Background: an optimization exercise with open tools, aiming at small area, a short achievable clock period and few clock cycles per item. Do not read the settings as production practice. In this exercise RTL edits were held to simulation tests only and were not proved equivalent to the original.

==> flow/design.v, too long to show whole: its modules and the start of the top module <==
// module flarrath_lpu: 1601 lines
module flarrath_lpu (
    input             clk,
    input             rst,
    input             start,
    output            in_ready,
    input      [2:0]  op,
    input      [35:0] x,
    input      [35:0] f0,
    input      [35:0] f1,
    input      [35:0] f2,
    input      [35:0] f3,
    input      [35:0] f4,
    input      [35:0] f5,
    input      [35:0] f6,
    input      [35:0] f7,
    input      [35:0] f8,
    output reg        done,
    output reg        exc,
    output reg [35:0] result,
    output reg [2:0]  wb_en,
    output reg [35:0] wb0,
    output reg [35:0] wb1,
    output reg [35:0] wb2
);
  // ...
==> flow/flow/run.sh <==
#!/bin/bash
# Layout flow: the standard ORFS flow (standard synthesis unchanged),
# with these layout choices changed:
#  - port buffers are sky130_fd_sc_hd__buf_2 instead of the default pick;
#  - the ABC buffers are removed at floorplan instead of running a timing
#    repair on the unplaced netlist (REMOVE_ABC_BUFFERS=1);
set -euo pipefail
bash standard.sh \
  "BUFFER_PORTS_ARGS=-buffer_cell sky130_fd_sc_hd__buf_2" \
  "REMOVE_ABC_BUFFERS=1" \
  "SETUP_SLACK_MARGIN=38.8" \
  finish > flow_make.log 2>&1
==> flow/standard.sh <==
#!/bin/bash
# synth_recipe.tcl (not shown) runs the flow's synth.tcl, then flattens the netlist and writes it again
# the make line also repeats each setting of config.mk as NAME=value (left out here)
make -C /OpenROAD-flow-scripts/flow DESIGN_CONFIG=/design/flow/config.mk WORK_HOME=/design/flow/orfs CLKGATE_MAP_FILE= SYNTH_SCRIPT=/design/flow/synth_recipe.tcl "${@:-finish}"
==> flow/config.mk <==
export PLATFORM = sky130hd
export DESIGN_NAME = flarrath_lpu
export DESIGN_NICKNAME = flarrath_lpu
export VERILOG_FILES = /design/flow/design.v
export SDC_FILE = /design/flow/constraint.sdc
export NUM_CORES = 4
export LEC_CHECK = 0
export ABC_AREA = 1
export CAP_MARGIN = 30
export CORE_MARGIN = 2
export CORE_UTILIZATION = 45
export CTS_CLUSTER_DIAMETER = 100
export CTS_CLUSTER_SIZE = 20
export MAX_ROUTING_LAYER = met4
export SLEW_MARGIN = 30
==> flow/constraint.sdc <==
create_clock -name core_clock -period 50.0 [get_ports {clk}]
set_input_delay 10.0000 -clock core_clock [delete_from_list [all_inputs] [get_ports {clk}]]
set_output_delay 10.0000 -clock core_clock [all_outputs]
set_load 0.01 [all_outputs]
==> out/qor.txt, run 1 <==
status: finished clean
pin count of the biggest net entering global routing: 194
Clock-cell share: 2.016%
CLK BUF: 79
hpwl dp: 300,300 um
post-synthesis compound-gate area fraction: 19.25%
MaxCap Viol Count: 0
crit path cell chain: buf_6
Peak Freq: 89.00 MHz
PnR worst setup slack: 38,760 ps
minimum clock period: 11,240 ps
multi-input gates: 6,014
# Post-CTS Setup Buffers: 3
crit-path max cell delay: 420 ps
Max-slew headroom: 19.57%
Cell Count, Final, Fillers Out: 11,350
Die W: 405.5 um
Core Region: 160,400 um^2
worst r2r src: bq_pid$_DFF_P_
Leading cell kind: multi-input gates
inverters: 1,524
Area contributors post-synth: edfxtp_1 19%, fa_1 15%, dfxtp_1 10%
Synth top cells by count: 1,494 x inv_1, 1,304 x nand2_1, 687 x o21ai_0, 571 x o22ai_1, 554 x xor2_1
xor/xnor cell area share of the yosys netlist: 7.192%
worst-path maximum fanout: 2
WL met1: 154,600 um
area leader, netlist: edfxtp_1
synth warn: 1
period utilization: 22.47%
Testbench counts, summed over its fixed seeds: cycles 132,098, items 80,000.
==> inputs of run 2 (changes only) <==
--- a/flow/design.v
+++ b/flow/design.v
@@ -158,56 +158,47 @@
             OP_CLAMP:  f_class = C_SAME;
             OP_MKDUTY: f_class = C_INT;
             OP_PIQ:    f_class = (i < 2) ? C_QF : C_Q31F;
             OP_PIDQ:   f_class = (i < 3) ? C_QF : C_Q31F;
             default:   f_class = C_Q31F;
         endcase
     endfunction
     reg        rdy;           
+    reg        busy;          
     reg        a_v;           
     reg [1:0]  a_st;          
     reg        b_v;           
     reg [2:0]  c_op;
     reg [35:0] c_x;
     reg [35:0] c_f0, c_f1, c_f2, c_f3, c_f4, c_f5, c_f6, c_f7, c_f8;
-    assign in_ready = rdy;
+    assign in_ready = !busy;
     wire op_long = (op == OP_PIQ) || (op == OP_PIDQ);
     wire [1:0] a_last = (c_op == OP_PIDQ) ? 2'd3 : (c_op == OP_PIQ) ? 2'd1 : 2'd0;
     always @(posedge clk) begin
         if (rdy) begin
-            c_op <= op;
-            c_x  <= x;
-            c_f0 <= f0;
-            c_f1 <= f1;
-            c_f2 <= f2;
-            c_f3 <= f3;
-            c_f4 <= f4;
-            c_f5 <= f5;
-            c_f6 <= f6;
-            c_f7 <= f7;
-            c_f8 <= f8;
-        end
-    end
-    always @(posedge clk) begin
-        if (rst) begin
-            rdy  <= 1'b1;
-            a_v  <= 1'b0;
-            a_st <= 2'd0;
-            b_v  <= 1'b0;
-        end else if (rdy) begin
-            a_v  <= start;
-            a_st <= 2'd0;
-            rdy  <= !(start && op_long);
-            b_v  <= a_v;
-        end else begin
-            a_st <= a_st + 2'd1;
-            rdy  <= (a_st + 2'd1 == a_last);
-            b_v  <= 1'b0;
+            c_op        <= op;
+            c_x[31:0]   <= x[31:0];
+            c_f1        <= f1;
+            c_f2[31:0]  <= f2[31:0];
+            c_f3[31:0]  <= f3[31:0];
+            c_f4[31:0]  <= f4[31:0];
+            c_f5[31:0]  <= f5[31:0];
+            c_f6[31:0]  <= f6[31:0];
+            c_f7[31:0]  <= f7[31:0];
         end
+        c_x[35:32] <= x[35:32];
+        c_f0       <= f0;
+        c_f2[35:32] <= f2[35:32];
+        c_f3[35:32] <= f3[35:32];
+        c_f4[35:32] <= f4[35:32];
+        c_f5[35:32] <= f5[35:32];
+        c_f6[35:32] <= f6[35:32];
+        c_f7[35:32] <= f7[35:32];
+        c_f8       <= f8;
     end
     wire [35:0] c_f [0:8];
     assign c_f[0] = c_f0;
     assign c_f[1] = c_f1;
     assign c_f[2] = c_f2;
     assign c_f[3] = c_f3;
     assign c_f[4] = c_f4;
     assign c_f[5] = c_f5;
@@ -262,22 +253,49 @@
                 for (i = 8; i >= 0; i = i - 1)
                     if (i < nf && !class_ok(f_class(c_op, i[3:0]), c_f[i][35:32], xt)) begin
                         chk_exc  = 1'b1;
                         chk_info = {4'h3, c_f[i][35:32]};
                     end
             end
         end
     end
+    reg  a_first;         
+    wire early = !rdy && a_first && (chk_exc || chk_poison);
+    always @(posedge clk) begin
+        if (rst) begin
+            rdy  <= 1'b1;
+            busy <= 1'b0;
+            a_v  <= 1'b0;
+            a_st <= 2'd0;
+            b_v  <= 1'b0;
+        end else if (rdy) begin
+            a_v  <= start;
+            a_st <= 2'd0;
+            rdy  <= !(start && op_long);
+            busy <= start && op_long;
+            b_v  <= a_v;
+        end else if (early) begin
+            a_v  <= 1'b0;
+            a_st <= 2'd0;
+            rdy  <= 1'b1;
+            busy <= 1'b0;
+            b_v  <= 1'b1;
+        end else begin
+            a_st <= a_st + 2'd1;
+            rdy  <= (a_st + 2'd1 == a_last);
+            busy <= (a_st + 2'd1 != a_last);
+            b_v  <= 1'b0;
+        end
+    end
     reg [31:0] MA, MB;
     reg        MQ16;      
     reg        MFUSE;     
     reg        MSC;       
     reg        MEP, MEG, MET;    
-    reg        a_first;   
     wire [32:0] bA  = {MA[31], MA};
     wire [32:0] bA2 = {MA, 1'b0};
     wire [32:0] bB  = {MB, 1'b0};
     wire bt_nb0 = bB[2];
     wire bt_on0 = bB[1] ^ bB[0];
     wire bt_tw0 = (bB[2] & ~bB[1] & ~bB[0]) | (~bB[2] & bB[1] & bB[0]);
     wire [32:0] bt_pp0 = (({33{bt_on0}} & bA) | ({33{bt_tw0}} & bA2)) ^ {33{bt_nb0}};
     wire bt_nb1 = bB[4];
@@ -1419,18 +1437,17 @@
     wire [32:0] s_raw  = s_full[32:0];
     wire [32:0] s_res = sat33(s_raw);
     wire a_ev = ((MEP | MEG | MET) & !MSC & m_sat) | (s_ev & s_res[32]);
     always @(posedge clk) begin
         if (MEP) begin
             Rp  <= m_g;
             Rp1 <= MSC & m_sat & !m_t[49];
         end
-        if (MET)
-            Rt <= m_g;
+        Rt <= m_g;     
         if (MEG)
             Rs <= m_g;
         else if (rdy)
             Rs <= s_res[31:0];
         a_s     <= (a_first ? 1'b0 : a_s) | a_ev;
         a_first <= rdy;
     end
     wire in_sc  = (op == OP_SCALE) || (op == OP_SCALEU);
@@ -1482,16 +1499,17 @@
     reg        bq_sc, bq_cl, bq_md, bq_piq, bq_pid, bq_sl;
     reg        b_usep;
     reg [31:0] b_e;       
     reg [31:0] b_a;       
     reg [31:0] b_lo;      
     reg [31:0] b_hi;      
     reg        b_lohi, b_epos, b_eneg;
     reg        b_exc, b_poison, b_anys, b_xq16;
+    reg        a_anys;    
     reg [7:0]  b_info;
     wire [31:0] step = c_f1[31] ? 32'h0 : c_f1[31:0];
     reg  [31:0] n_lo, n_hi, n_a;
     always @(*) begin
         n_a  = c_f0[31:0];
         n_lo = MIN32;
         n_hi = MAX32;
         case (c_op)
@@ -1519,27 +1537,29 @@
     always @(posedge clk) begin
         bq_sc    <= is_sc;
         bq_cl    <= is_cl;
         bq_md    <= (c_op == OP_MKDUTY);
         bq_piq   <= is_piq;
         bq_pid   <= is_pid;
         bq_sl    <= is_slew;
         b_usep   <= is_sc | is_piq | is_pid;
-        b_e      <= chk_poison ? chk_pval : xv;
+        b_e      <= (a_first && chk_poison) ? chk_pval : xv;
         b_a      <= n_a;
         b_lo     <= n_lo;
         b_hi     <= n_hi;
         b_lohi   <= gt34(sx32(n_lo), sx32(n_hi));
         b_epos   <= !xv[31] && (xv != 32'h0);
         b_eneg   <= xv[31];
-        b_exc    <= chk_exc;
+        b_exc    <= a_first && chk_exc;
         b_info   <= chk_info;
-        b_poison <= chk_poison;
-        b_anys   <= any_s;
+        b_poison <= a_first && chk_poison;
+        b_anys   <= a_first ? any_s : a_anys;
+        if (a_first)
+            a_anys <= any_s;
         b_xq16   <= is_q16f(xt);
     end
     wire [33:0] b_t1 = b_usep ? sx32(Rp) : 34'h0;
     wire [33:0] b_t2 = sx32(Rs);
     wire [33:0] b_t3 = bq_pid ? sx32(Rt) : 34'h0;
     wire [33:0] b_cx = b_t1 ^ b_t2 ^ b_t3;
     wire [33:0] b_cy = (b_t1 & b_t2) | (b_t1 & b_t3) | (b_t2 & b_t3);
     wire [34:0] b_sf = bk34(b_cx, {b_cy[32:0], 1'b0}, Rp1 & bq_sc);
==> run 2 against run 1 <==
Compared with the run above: still clean on timing, DRC and antenna; clock-buffer cell count is 2 lower; largest cell class unchanged; non-clock buffer count is 14 lower; cell area is 1.5% lower.
==> out/qor.txt, run 2 <==
status: finished clean
NumNets Final: 10,400
Sink Count: 822
CTS Buf Count: 52
Register-to-Register Path Depth: 34
share of layout cells above drive strength 1: 10.58%
Synth Instances: 8,926
Worst setup SP type: flip-flop
family with the most delay on the worst path: flip-flops
Slew @ Worst Pin: 1192 ps
Initial Utilization: 45.46%
GPL Wtd Cong: 1.087
Distinct cells, synth: 67
Die W: 401.7 um (-0.94%)
Ports: 516
Synth top cells by count: 1,485 x inv_1, 1,210 x nand2_1, 672 x o21ai_0, 607 x nor2_1, 536 x xor2_1
Max clock buf depth: 3
TritonRoute pass-1 iters: 7
crit path max-delay cell type: dfxtp_4
Die Ht: 401.7 um
# Post-CTS Setup Buffers: 0 (-3)
vias: 72,010
Slew Limit Fails: 0
Area Overhead vs Synth: 9.633%
most frequent cell after synthesis: inv_1
Hold Fails Final Rpt: 0
setup repair after global routing missed its margin: yes
Final TNS setup: 0 ps
Critical Path Sink Type: output port
worst hold path stage count: 0
Die ar.: 161,400 um^2
period utilization: 22.55% (+0.079 points)
final WL: 393,300 um
worst-path maximum fanout: 1 (-1)
Worst Path Class, Setup: reg -> out
crit path cell chain: buf_6
vias in the first global route: 67,190
Core Util, Final: 49.84%
minimum clock period: 11,280 ps (+39.70 ps)
MaxCap Viol Count: 0 (unchanged)
ys flop type: dfxtp_1
Peak Freq: 88.69 MHz (-0.35%)
root buf cell: clkbuf_16
routed vias/inst: 6.397
Mapped Avg Cell Area: 7.974 um^2
area of the mapped netlist: 71,180 um^2
Max-slew headroom: 19.71% (+0.14 points)
CTS clk-pin slew, worst paths: 100 ps
most common cell after layout, fill and taps aside: inv_1
arrival time of the worst setup path: 1280 ps
Clock Skew: 72.92 ps
area leader, netlist: fa_1
synth warn: 1 (unchanged)
wire length per cell: 34.95 um
worst-skew pair later-pin latency: 750 ps
first-pass GRT wire length: 533,400 um
most frequent cells in the layout: 1,451 x inv_1, 1,199 x nand2_1, 645 x o21ai_0
Antenna Nets Post-Route: 0
CP required: 40,000 ps
pin count of the biggest net entering global routing: 166 (-14%)
Hold Path Class: reg -> reg
initial antenna violation count: 62
TritonCTS clock tree: built
Synth async-reset ratio: 0%
FP Rows: 145
gr ovfl total: 0
Core Region: 156,600 um^2 (-2.4%)
sequential element share of the synthesized area: 27.75%
port bufs: 506
Area contributors post-synth: fa_1 15%, edfxtp_1 14%, dfxtp_1 14%
Levels on crit path: 1
count of final setup violators: 0
H-tree levels: 2
DRC viols: 0
Seq cells post-synth: 822
gr usage total: 48.50%
Hold-fix buffers, CTS: 0
Yosys top cell area share: 14.79%
DRT iter0 DRCs: 11,880
Post-synth EDFFs: 329
hpwl dp: 299,100 um (-0.41%)
Buf/Inv on CP: 1
crit-path max cell delay: 410 ps (about the same)
==> run 2: what timing repair did <==
item,in CTS,in global routing
gates resized for setup,66,87
pin swaps,0,0
setup endpoints to repair,87,143
==> run 2: worst paths after layout <==
path	start	end	slack (ps)
worst min register to register	b_e[2]$_DFF_P_	wb2[2]$_DFF_P_	360
worst min-delay path	b_e[2]$_DFF_P_	wb2[2]$_DFF_P_	360
worst max register to register	MB[13]$_DFF_P_	Rs[21]$_DFFE_PP_	39200
worst max-delay path	wb0[11]$_DFF_P_	wb0[11]	38720
==> run 2: stage by stage <==
step | instance area [um^2] | setup slack, ps | std cells | hold WS, ps
2_1_floorplan | 69050 | 36510 | 8384 | 331.4
3_3_place_gp | 75710 | 37410 | 11120 | 341.2
3_5_place_dp | 75740 | 37460 | 11120 | 341.6
4_1_cts | 77550 | 38740 | 11220 | 356.7
5_1_grt | 78020 | 38730 | 11250 | 361.1
6_report | 78040 | 38720 | 11260 | 355.4
==> run 2: worst register-to-register path, delay by kind of cell (launching register included) <==
| kind | cells | cell delay, ps |
|---|---|---|
| AO/OA/AOI/OAI | 6 | 1990 |
| buffers and inverters | 7 | 1700 |
| AND/OR/NAND/NOR | 13 | 2280 |
| flip-flops | 1 | 370 |
| XOR/XNOR | 1 | 200 |
| adder cells (fa/ha/maj) | 7 | 3970 |
==> run 2: logic make-up (layout without fill, tap and decap cells) <==
kind of cell,after synthesis,count (layout),share of synthesized area [%]
AO/OA/AOI/OAI,2307,2307,19.65
AND/OR/NAND/NOR,2224,2224,12.72
buffers and inverters,2071,2297,11.05
adder cells (fa/ha/maj),910,910,21.54
flip-flops,822,822,27.75
XOR/XNOR,588,588,7.246
other,2,48,0.01055
multiplexers,2,2,0.02813
==> run 2: routing by layer <==
layer | track usage, % | wire length, um
met5 | - | 0
met4 | 25.20 | 26750
met3 | 20.46 | 62310
met2 | 64.86 | 154400
met1 | 61.71 | 149900
==> run 2: layout make-up <==
cell class,count,area (um^2)
clock buffer,77,1416
multi-input combinational,6040,43890
inverter,1522,5727
sequential,822,19850
antenna,39,97.59
timing repair buffer,683,4277
tap,2058,2575
clock inverter,15,202.7
fill,15440,78530
Testbench counts of run 2, summed over its fixed seeds: cycles 131,404, items 80,000.
==> inputs of run 3 (changes only) <==
--- a/flow/config.mk
+++ b/flow/config.mk
@@ -6,10 +6,10 @@
 export NUM_CORES = 4
 export LEC_CHECK = 0
 export ABC_AREA = 1
-export CAP_MARGIN = 30
+export CAP_MARGIN = 20
 export CORE_MARGIN = 2
 export CORE_UTILIZATION = 45
 export CTS_CLUSTER_DIAMETER = 100
 export CTS_CLUSTER_SIZE = 20
 export MAX_ROUTING_LAYER = met4
-export SLEW_MARGIN = 30
+export SLEW_MARGIN = 20
==> run 3 against run 2 <==
Compared with the run above: still clean; via count did not move; register-to-register slack worse by 60 ps; die area did not move; core utilization about the same; synthesized cell count unchanged; synthesized area is the same; flip-flop and latch count is the same; first-iteration DRC count hardly changed; setup slack better by 26 ps; cell area barely moved; critical endpoint is now wb0[9].
==> out/qor.txt, run 3 <==
status: finished clean
Distinct cells, synth: 67 (unchanged)
TritonRoute pass-1 iters: 11 (+4)
placed cells: 11,120 (-0.0090%)
most frequent cell after synthesis: inv_1
most frequent cells in the layout: 1,452 x inv_1, 1,200 x nand2_1, 649 x o21ai_0
DRT iter0 DRCs: 11,880 (-0.0084%)
Worst Path Class, Setup: reg -> out
GPL Wtd Cong: 1.087 (unchanged)
Clock Skew: 68.55 ps (-4.361 ps)
Core Region: 156,600 um^2 (unchanged)
Buf/Inv on CP: 1 (unchanged)
Sink Count: 822 (unchanged)
share of layout cells above drive strength 1: 10.52% (-0.063 points)
MaxCap Viol Count: 0 (unchanged)
ys flop type: dfxtp_1
worst-skew pair later-pin latency: 760 ps (about the same)
H-tree levels: 2 (unchanged)
gr ovfl total: 0 (unchanged)
vias: 72,010 (unchanged)
Ports: 516 (unchanged)
Cell Count, Final, Fillers Out: 11,260 (+0.044%)
Core Util, Final: 49.80% (about the same)
grt met1 use: 62.09% (+0.38 points)
CTS clk-pin slew, worst paths: 100 ps (about the same)
synth warn: 1 (unchanged)
Post-synth EDFFs: 329 (unchanged)
Worst setup SP type: flip-flop
Place WS: 37,430 ps (-30.60 ps)
Yosys top cell area share: 14.79% (unchanged)
vias in the first global route: 67,240 (+0.068%)
Critical Path Sink Type: output port
Hold Path Class: reg -> reg
area leader, netlist: fa_1
gr usage total: 48.58% (+0.082 points)
root buf cell: clkbuf_16
initial antenna violation count: 67 (+8.1%)
arrival time of the worst setup path: 1250 ps (-30 ps)
NumNets Final: 10,400 (-0.019%)
final WL: 393,000 um (about the same)
Mapped Avg Cell Area: 7.974 um^2 (unchanged)
Hold-fix buffers, CTS: 0 (unchanged)
first-pass GRT wire length: 534,900 um (+0.28%)
area of the mapped netlist: 71,180 um^2 (unchanged)
Area Overhead vs Synth: 9.536% (about the same)
wire length per cell: 34.90 um (-0.14%)
Final TNS setup: 0 ps (unchanged)
port bufs: 506 (unchanged)
minimum clock period: 11,250 ps (-25.60 ps)
routed vias/inst: 6.395 (about the same)
Die W: 401.7 um (unchanged)
count of final setup violators: 0 (unchanged)
pin count of the biggest net entering global routing: 166 (unchanged)
Antenna Nets Post-Route: 0 (unchanged)
Area contributors post-synth: fa_1 15%, edfxtp_1 14%, dfxtp_1 14%
sequential element share of the synthesized area: 27.75% (unchanged)
DRC viols: 0 (unchanged)
GR Util met2: 65.21% (+0.35 points)
crit path max-delay cell type: dfxtp_4
Synth async-reset ratio: 0% (unchanged)
crit-path max cell delay: 380 ps (-30 ps)
Hold Fails Final Rpt: 0 (unchanged)
Peak Freq: 88.89 MHz (+0.23%)
busiest grt layer: met2
Slew @ Worst Pin: 1347 ps (+155.7 ps)
TritonCTS clock tree: built
CP required: 40,000 ps (about the same)
fillers: 15,500 (+0.35%)
PnR worst setup slack: 38,750 ps (+25.60 ps)
worst-path maximum fanout: 1 (unchanged)
Seq cells post-synth: 822 (unchanged)
grt met3 use: 19.87% (-0.59 points)
Die Ht: 401.7 um (unchanged)
Max-slew headroom: 9.225% (-10 points)
Initial Utilization: 45.46% (unchanged)
crit path cell chain: buf_6
period utilization: 22.50% (-0.051 points)
FP Rows: 145 (unchanged)
Synth Instances: 8,926 (unchanged)
Slew Limit Fails: 0 (unchanged)
family with the most delay on the worst path: flip-flops
CTS Buf Count: 52 (unchanged)
Synth top cells by count: 1,485 x inv_1, 1,210 x nand2_1, 672 x o21ai_0, 607 x nor2_1, 536 x xor2_1
setup repair after global routing missed its margin: yes
most common cell after layout, fill and taps aside: inv_1
Die ar.: 161,400 um^2 (unchanged)
Max clock buf depth: 3 (unchanged)
hpwl dp: 299,000 um (about the same)
-- run 3: changes by cell type in the layout (fill, tap and decap cells not counted), moves of 4 or more --
| cell | before | now |
|---|---|---|
| dfxtp_1 | 426 | 420 |
| o21ai_0 | 645 | 649 |
| dfxtp_2 | 59 | 66 |
| diode_2 | 39 | 46 |
| buf_4 | 171 | 175 |
-- run 3: logic make-up after synthesis --
| kind of cell | Yosys count | synth area share [%] |
|---|---|---|
| buf+inv | 2071 | 11.05 |
| flops | 822 | 27.75 |
| fa+ha+maj | 910 | 21.54 |
| simple gates | 2224 | 12.72 |
| xor+xnor | 588 | 7.246 |
| mux | 2 | 0.02813 |
| compound gates | 2307 | 19.65 |
| other cells | 2 | 0.01055 |
-- run 3: metrics by stage --
| stage | cell area (um^2) | hold WS, ps |
|---|---|---|
| finish | 77970 | 351.6 |
| global route | 77960 | 356.6 |
| CTS | 77670 | 353.8 |
| detailed placement | 75710 | 341.6 |
| global placement | 75710 | 341.2 |
| floorplan | 69050 | 331.4 |
-- run 3: area by class of cell --
class	instances	area (um^2)	area share, %
timing repair buffer	681	4247	5.447
clock buffer	77	1395	1.789
clock inverter	15	220.2	0.2824
multi-input combinational	6040	43830	56.21
sequential	822	19860	25.47
tap	2058	2575	3.303
antenna	46	115.1	0.1476
inverter	1522	5729	7.348
-- run 3: repair_timing --
action / 4_1_cts / 5_1_grt
buffers inserted: 0 / 0
gates cloned: 0 / 0
setup endpoints to repair: 110 / 172
resized for setup: 100 / 59
hold endpoints to repair: 0 / 0
-- run 3: worst paths after layout --
path	cells after the start	slack [ps]	to	from
setup / recovery	1	38750	wb0[9]	wb0[9]$_DFF_P_
hold / removal	0	350	wb2[2]$_DFF_P_	b_e[2]$_DFF_P_
setup reg to reg	32	39140	Rs[21]$_DFFE_PP_	MB[13]$_DFF_P_
hold reg to reg	0	350	wb2[2]$_DFF_P_	b_e[2]$_DFF_P_
-- run 3: worst reg2reg max path: cells and delay by family (launching register included) --
family	cells	cell delay [ps]
AO/OA/AOI/OAI	7	2270
adder cells (fa/ha/maj)	7	4040
AND/OR/NAND/NOR	12	2110
flip-flops	1	370
XOR/XNOR	1	200
buffers and inverters	5	1570
-- run 3: routing by layer --
layer | up-vias | routed length (um)
met5 | - | 0
met4 | 0 | 26160
met3 | 1129 | 61800
met2 | 5885 | 155300
met1 | 34850 | 149800
li1 | 30150 | -
==> inputs of run 4 (changes only) <==
--- a/flow/config.mk
+++ b/flow/config.mk
@@ -8,7 +8,7 @@
 export ABC_AREA = 1
 export CAP_MARGIN = 20
 export CORE_MARGIN = 2
-export CORE_UTILIZATION = 45
+export CORE_UTILIZATION = 50
 export CTS_CLUSTER_DIAMETER = 100
 export CTS_CLUSTER_SIZE = 20
 export MAX_ROUTING_LAYER = met4
==> run 4 against run 3 <==
Compared with the run above: non-clock buffer count rose by 5; cell area down 0.62%; die area decreased by 9.9%; register-to-register slack worse by 20 ps; setup slack got worse by 65 ps; still clean; largest cell class unchanged; final cell count fell by 1.5%.
==> out/qor.txt, run 4 <==
ys flop type: dfxtp_1
TritonRoute pass-1 iters: 12 (+1)
routed vias/inst: 6.588 (+3.0%)
xor/xnor cell area share of the yosys netlist: 7.246% (unchanged)
Mapped Avg Cell Area: 7.974 um^2 (unchanged)
area leader, netlist: fa_1
fillers: 13,340 (-14%)
CP required: 40,000 ps (about the same)
Worst setup SP type: flip-flop
hpwl dp: 289,400 um (-3.2%)
Ports: 516 (unchanged)
setup repair after global routing missed its margin: yes
Buf/Inv on CP: 1 (unchanged)
worst-path maximum fanout: 1 (unchanged)
gr ovfl total: 0 (unchanged)
status: finished clean
minimum clock period: 11,310 ps (+64.80 ps)
Max-slew headroom: 11.94% (+2.7 points)
Die W: 381.3 um (-5.1%)
Area contributors post-synth: fa_1 15%, edfxtp_1 14%, dfxtp_1 14%
pin count of the biggest net entering global routing: 83 (-50%)
fraction of synthesized area in multiplexers: 0.02812% (unchanged)
Hold-fix buffers, CTS: 0 (unchanged)
Peak Freq: 88.38 MHz (-0.57%)
Antenna Nets Post-Route: 0 (unchanged)
adder and majority gate portion of the synthesized area: 21.54% (unchanged)
CTS clk-pin slew, worst paths: 100 ps (about the same)
final WL: 378,700 um (-3.6%)
Reg-to-Reg End: MA[19]$_DFF_P_
Hold Fails Final Rpt: 0 (unchanged)
vias: 73,090 (+1.5%)
Core Region: 141,400 um^2 (-9.7%)
post-synthesis compound-gate area fraction: 19.65% (unchanged)
TritonCTS clock tree: built
DRC viols: 0 (unchanged)
crit path max-delay cell type: dfxtp_4
root buf cell: clkbuf_16
hold path startpoint: b_e[3]$_DFF_P_
Worst Path Class, Setup: reg -> out
placed cells: 10,960 (-1.5%)
worst r2r src: a_st[0]$_SDFF_PP0_
Post-synth EDFFs: 329 (unchanged)
Final TNS setup: 0 ps (unchanged)
worst-skew pair later-pin latency: 750 ps (about the same)
H-tree levels: 2 (unchanged)
most frequent cell after synthesis: inv_1
Die Ht: 381.3 um (-5.1%)
Initial Utilization: 50.33% (+4.9 points)
fin area: 77,480 um^2 (-0.62%)
Distinct cells, synth: 67 (unchanged)
most frequent cells in the layout: 1,468 x inv_1, 1,204 x nand2_1, 652 x o21ai_0
Hold Path Class: reg -> reg
arrival time of the worst setup path: 1310 ps (+60 ps)
Worst Hold End: wb2[3]$_DFF_P_
Area Overhead vs Synth: 8.858%
Slew @ Worst Pin: 1307 ps (-40.25 ps)
most common cell after layout, fill and taps aside: inv_1
crit path from: wb1[2]$_DFF_P_
period utilization: 22.63% (+0.13 points)
Synth Instances: 8,926 (unchanged)
worst hold path stage count: 0 (unchanged)
Synth Area in Simple Gates: 12.72% (unchanged)
gr usage total: 51.96% (+3.4 points)
# Post-CTS Setup Buffers: 0 (unchanged)
family with the most delay on the worst path: flip-flops
synth warn: 1 (unchanged)
Register-to-Register Path Depth: 44 (+38%)
area of the mapped netlist: 71,180 um^2 (unchanged)
NumNets Final: 10,400 (+0.038%)
Slew Limit Fails: 0 (unchanged)
FP Rows: 138 (-4.8%)
crit-path max cell delay: 470 ps (+90 ps)
sequential element share of the synthesized area: 27.75% (unchanged)
port bufs: 506 (unchanged)
MaxCap Viol Count: 0 (unchanged)
Seq cells post-synth: 822 (unchanged)
GPL Wtd Cong: 1.144 (+5.3%)
Synth async-reset ratio: 0% (unchanged)
Sink Count: 822 (unchanged)
first-pass GRT wire length: 519,700 um (-2.8%)
Placement Cell Area: 75,530 um^2 (-0.24%)
CTS Buf Count: 50 (-3.8%)
Synth top cells by count: 1,485 x inv_1, 1,210 x nand2_1, 672 x o21ai_0, 607 x nor2_1, 536 x xor2_1
initial antenna violation count: 54 (-19%)
Die ar.: 145,400 um^2 (-9.9%)
Clock Skew: 97.31 ps (+28.75 ps)
share of layout cells above drive strength 1: 9.846% (-0.67 points)
Critical Path Sink Type: output port
crit path cell chain: buf_6
wire length per cell: 34.14 um (-2.2%)
Yosys top cell area share: 14.79% (unchanged)
DRT iter0 DRCs: 13,960 (+18%)
flop-to-flop setup slack: 39,120 ps (-20 ps)
Max clock buf depth: 3 (unchanged)
largest family of logic cells by synthesized area: adder cells
Cell Count, Final, Fillers Out: 11,090 (-1.5%)
vias in the first global route: 68,810 (+2.3%)
count of final setup violators: 0 (unchanged)
## run 4: cell families after synthesis
kind of cell               after synthesis
and+or+nand+nor                       2224
muxes                                    2
buffers and inverters                 2071
other                                    2
xor gates and xnor gates               588
DFF                                    822
AOI/OAI and AO/OA                     2307
adders and majority gates              910
## run 4: how the worst max path moves through the flow
stage                      endpoint  slack [ps]  cells past startpoint
detailed placement   MA[25]$_DFF_P_       37310                      8
CTS                          wb1[2]       38720                      1
floorplan           Rs[0]$_DFFE_PP_       36510                      2
global placement     MA[28]$_DFF_P_       37390                      8
global route                 wb1[2]       38700                      1
finish                       wb1[2]       38690                      1
## run 4: routing by layer
metal  up-vias  part of all wire, %  track usage (%)
met5         -                    0                -
met4         0                  8.5            31.06
met3      1697                   18            25.21
met2      6810                   38            67.45
met1     34480                   36            64.22
li1      30110                    -                -
## run 4: cell type report
| class | instances | area, um^2 | area share, % |
|---|---|---|---|
| Antenna cell | 43 | 107.6 | 0.1389 |
| Clock buffer | 77 | 1353 | 1.746 |
| Clock inverter | 13 | 197.7 | 0.2551 |
| Inverter | 1522 | 5719 | 7.381 |
| Multi-Input combinational cell | 6041 | 43860 | 56.61 |
| Sequential cell | 822 | 19820 | 25.58 |
| Tap cell | 1890 | 2365 | 3.052 |
| Timing Repair Buffer | 686 | 4056 | 5.235 |
## run 4: repair_timing
item / CTS / global route
pin swaps: 0 / 1
hold endpoints to repair: 0 / 0
setup endpoints to repair: 88 / 83
cloned: 0 / 1
resized for setup: 58 / 21
## run 4: metrics by stage
stage / hold WS (ps) / util (%) / setup slack, ps
3_5_place_dp: 343.7 / 53.41 / 37310
6_report: 358.7 / 54.79 / 38690
5_1_grt: 369.5 / 54.78 / 38700
4_1_cts: 358.6 / 54.64 / 38720
3_3_place_gp: 337.9 / 53.40 / 37390
2_1_floorplan: 331.4 / - / 36510

re-timing with driven ports:
In the flow no input, the clock included, has a driving cell. The finished layouts below were timed again as built, in two steps. Step 1 (the two cells are an assumption about what drives the block):
set clk [get_ports {clk}]
set_driving_cell -lib_cell sky130_fd_sc_hd__clkbuf_16 $clk
set_driving_cell -lib_cell sky130_fd_sc_hd__buf_2 [delete_from_list [all_inputs] $clk]
Step 2 moves the port delays by t, midway between the first and last clock arrival at a register: inputs arrive t later, outputs are due t later. That takes back most of the time a late clock gives input paths. a / b / c = no drivers / after step 1 / after step 2; a / b = the first two.
| run | t, ns | setup slack, ns | worst setup path at the end | latest minus earliest clock arrival (ns) | pins driven straight from the clock port |
|---|---|---|---|---|---|
| run 1 | 0.777 | 38.765 / 38.680 / 38.159 | input to register | 0.031 / 0.030 | 1 |
| run 2 | 0.804 | 38.725 / 38.631 / 38.181 | input to register | 0.076 / 0.076 | 1 |
| run 3 | 0.821 | 38.751 / 38.654 / 38.164 | input to register | 0.072 / 0.072 | 1 |
| run 4 | 0.787 | 38.686 / 38.602 / 38.097 | input to register | 0.098 / 0.099 | 1 |
After both steps setup and hold are still met in every run listed. The setup slack of run 1, which loses most, moves by -0.085 ns with the drivers and by -0.606 ns with both steps.
